This design comes from an exercise in tuning for small area, a short achievable clock period and few clock cycles per item on the open sky130 flow, not from production work.
The RTL was checked by simulation tests, not by an equivalence proof against the original design.
Power and IR drop assume default switching activity.

## gkl_flit_rx
module gkl_flit_rx (
  input  wire        clk,
  input  wire        rst,
  input  wire        in_valid,
  output wire        in_ready,
  input  wire [63:0] in_data,
  input  wire        in_mode_p,
  output wire        out_valid,
  input  wire        out_ready,
  output wire [63:0] out_data,
  output wire        out_last,
  output wire        st_crc_ok,
  output wire [1:0]  st_corr,
  output wire [1:0]  st_unc,
  output wire [7:0]  st_pos0,
  output wire [7:0]  st_pos1
);
  localparam integer N   = 34;
  localparam [5:0]   NM1 = N - 1;
  function automatic [7:0] gf_mul(input [7:0] a, input [7:0] b);
    integer i;
    reg [7:0] p, x;
    begin
      p = 8'd0;
      x = a;
      for (i = 0; i < 8; i = i + 1) begin
        if (b[i]) p = p ^ x;
        x = {x[6:0], 1'b0} ^ (x[7] ? 8'h1D : 8'h00);
      end
      gf_mul = p;
    end
  endfunction
  function automatic [7:0] apow(input integer k);
    case (k)
      0: apow = 8'h01; 1: apow = 8'h02; 2: apow = 8'h04; 3: apow = 8'h08;
      4: apow = 8'h10; 5: apow = 8'h20; 6: apow = 8'h40; 7: apow = 8'h80;
      default: apow = 8'h1D;
    endcase
  endfunction
  function automatic [7:0] gf_sqrt(input [7:0] a);
    integer i;
    reg [63:0] cols;
    begin
      cols = 64'h5c082e0417028501;
      gf_sqrt = 8'd0;
      for (i = 0; i < 8; i = i + 1)
        if (a[i]) gf_sqrt = gf_sqrt ^ cols[8*i +: 8];
    end
  endfunction
  function automatic [7:0] lane_hits(input [7:0] b0, input [7:0] b1,
                                     input [7:0] t0, input [7:0] t1,
  ...
Size in the first run: ~4,400 cells after synthesis, roughly 2,500 flip-flops, about 160 I/O pins, roughly 67,000 sq um of cells after synthesis.
==> flow/config.mk <==
export PLATFORM = sky130hd
export DESIGN_NAME = gkl_flit_rx
export DESIGN_NICKNAME = gkl_flit_rx
export VERILOG_FILES = /design/flow/design.v
export SDC_FILE = /design/flow/constraint.sdc
export NUM_CORES = 4
export LEC_CHECK = 0
export CAP_MARGIN = 20
export CORE_MARGIN = 2
export CORE_UTILIZATION = 60
export CTS_CLUSTER_DIAMETER = 80
export CTS_CLUSTER_SIZE = 30
export PLACE_DENSITY_LB_ADDON = 0.1
export SLEW_MARGIN = 20
==> flow/constraint.sdc <==
create_clock -name core_clock -period 11.0 [get_ports {clk}]
set_input_delay 2.2000 -clock core_clock [delete_from_list [all_inputs] [get_ports {clk}]]
set_output_delay 2.2000 -clock core_clock [all_outputs]
set_load 0.01 [all_outputs]
standard.sh (not shown) runs the stock make flow with config.mk's settings and CLKGATE_MAP_FILE= SYNTH_SCRIPT=/design/flow/synth_recipe.tcl, a recipe that flattens the netlist after the stock synthesis.
==> flow/flow/run.sh <==
#!/bin/bash
# Standard ORFS layout (the standard.sh), with repair_timing aimed at a
# tighter setup target than the 11 ns clock (the SDC itself is unchanged).
set -euo pipefail
bash standard.sh SETUP_SLACK_MARGIN=7.6 finish > flow_make.log 2>&1
The baseline went through all stages and came out clean.
Testbench counts at the start, summed over its fixed seeds: cycles 16,656, flits 512.
==> next run, changes <==
--- a/flow/flow/run.sh
+++ b/flow/flow/run.sh
@@ -4,2 +4,2 @@
 set -euo pipefail
-bash standard.sh SETUP_SLACK_MARGIN=7.6 finish > flow_make.log 2>&1
+bash standard.sh SETUP_SLACK_MARGIN=7.3 finish > flow_make.log 2>&1
--- a/flow/config.mk
+++ b/flow/config.mk
@@ -10,4 +10,3 @@
 export CORE_UTILIZATION = 60
-export CTS_CLUSTER_DIAMETER = 80
-export CTS_CLUSTER_SIZE = 30
+export CTS_BUF_LIST = sky130_fd_sc_hd__clkbuf_4 sky130_fd_sc_hd__clkbuf_8
 export PLACE_DENSITY_LB_ADDON = 0.1
The new run passed the timing, design-rule and antenna checks.
Area after synthesis does not change.
First-iteration DRC count climbs by 0.52%.
Count of clock-buffer cells in the layout went up by 452.
==> next run, changes <==
==> flow/run.sh (new file) <==
#!/bin/bash
# synth_recipe.tcl (not shown) runs the flow's synth.tcl, then flattens the netlist and writes it again
# the make line also repeats each setting of config.mk as NAME=value (left out here)
make -C /OpenROAD-flow-scripts/flow DESIGN_CONFIG=/design/flow/config.mk WORK_HOME=/design/flow/orfs CLKGATE_MAP_FILE= SYNTH_SCRIPT=/design/flow/synth_recipe.tcl finish
--- a/flow/config.mk
+++ b/flow/config.mk
@@ -9,5 +9,5 @@
 export CORE_MARGIN = 2
-export CORE_UTILIZATION = 60
-export CTS_BUF_LIST = sky130_fd_sc_hd__clkbuf_4 sky130_fd_sc_hd__clkbuf_8
-export PLACE_DENSITY_LB_ADDON = 0.1
+export CORE_UTILIZATION = 40
+export SETUP_SLACK_MARGIN = 5
 export SLEW_MARGIN = 20
+export TNS_END_PERCENT = 100
removed: flow/flow/run.sh
removed: flow/standard.sh
Effect: Power went up by 0.98%. Count of clock-buffer cells in the layout went down by 268. Die area went up by 49%. Sequential cell count stays the same. Sequential share of layout area went down by 0.48 points.
==> next run, changes <==
==> flow/flow/run.sh (new file) <==
#!/bin/bash
# Standard ORFS layout (the standard.sh), with repair_timing aimed at a
# tighter setup target than the 11 ns clock (the SDC itself is unchanged).
set -euo pipefail
bash standard.sh SETUP_SLACK_MARGIN=7.3 "BUFFER_PORTS_ARGS=-buffer_cell sky130_fd_sc_hd__buf_1" finish > flow_make.log 2>&1
==> flow/standard.sh (new file) <==
#!/bin/bash
# synth_recipe.tcl (not shown) runs the flow's synth.tcl, then flattens the netlist and writes it again
# the make line also repeats each setting of config.mk as NAME=value (left out here)
make -C /OpenROAD-flow-scripts/flow DESIGN_CONFIG=/design/flow/config.mk WORK_HOME=/design/flow/orfs CLKGATE_MAP_FILE= SYNTH_SCRIPT=/design/flow/synth_recipe.tcl "${@:-finish}"
--- a/flow/config.mk
+++ b/flow/config.mk
@@ -9,5 +9,6 @@
 export CORE_MARGIN = 2
-export CORE_UTILIZATION = 40
-export SETUP_SLACK_MARGIN = 5
+export CORE_UTILIZATION = 60
+export CTS_CLUSTER_DIAMETER = 80
+export CTS_CLUSTER_SIZE = 30
+export PLACE_DENSITY_LB_ADDON = 0.1
 export SLEW_MARGIN = 20
-export TNS_END_PERCENT = 100
removed: flow/run.sh
Effect: Register-to-register slack gets better by 470 ps; via count went down by 3.7%; routed wire length went down by 7.4%; global-route usage went up by 6.5 points; critical path depth went down by 1; power went down by 18%; setup slack gets better by 1100 ps; count of clock-buffer cells in the layout went down by 182.
==> next run, changes <==
==> flow/flow/run.sh (replaced) <==
#!/bin/bash
# Standard ORFS layout (the standard.sh), with repair_timing aimed at a
# tighter setup target than the 11 ns clock (the SDC itself is unchanged).
set -euo pipefail
bash standard.sh SETUP_SLACK_MARGIN=7.3 finish > flow_make.log 2>&1
--- a/flow/config.mk
+++ b/flow/config.mk
@@ -9,6 +9,3 @@
 export CORE_MARGIN = 2
-export CORE_UTILIZATION = 60
-export CTS_CLUSTER_DIAMETER = 80
-export CTS_CLUSTER_SIZE = 30
-export PLACE_DENSITY_LB_ADDON = 0.1
+export CORE_UTILIZATION = 40
 export SLEW_MARGIN = 20
Result: The changed run ran to the end with no violations; synthesized area does not change; final cell count grows by 16%; hold slack got worse by 53 ps; wire length goes up by 8.6%; global-route usage went down by 6.4 points; cell area climbs by 9.5%; utilization drops by 18 points; register-to-register slack gets better by 60 ps.

[re-timing with driven ports]
No port has a modelled driver above. Below, the same layouts with a new extraction and two added sets of constraints. Step 1: set_driving_cell puts a clkbuf_16 on clk and a buf_2 on each other input, an assumption about the parent block. Step 2 moves the port delays by t, midway between the first and last clock arrival at a register: inputs arrive t later, outputs are due t later. That takes back most of the time a late clock gives input paths. Three values: ideal, step 1, step 2; two values: the first two.
run	t, ns	setup slack, ns	worst hold slack (ns)	slew at the worst register clock pin (ns)	worst data-port slew with drivers (ns)
the first run	0.784	7.257 / 7.181 / 6.866	0.295 / 0.295 / 0.295	0.11 / 0.11	0.07
the second run	1.009	7.032 / 6.957 / 6.318	0.261 / 0.261 / 0.261	0.08 / 0.08	0.09
the third run	0.900	6.158 / 6.209 / 5.308	0.263 / 0.263 / 0.263	0.07 / 0.07	0.08
the fourth run	0.788	7.242 / 7.237 / 6.604	0.299 / 0.299 / 0.299	0.12 / 0.12	0.08
the fifth run	0.906	7.130 / 7.049 / 6.465	0.246 / 0.246 / 0.246	0.07 / 0.07	0.06
After both steps setup and hold are still met in every run listed. The setup slack of the third run, which loses most, moves by +0.051 ns with the drivers and by -0.850 ns with both steps.
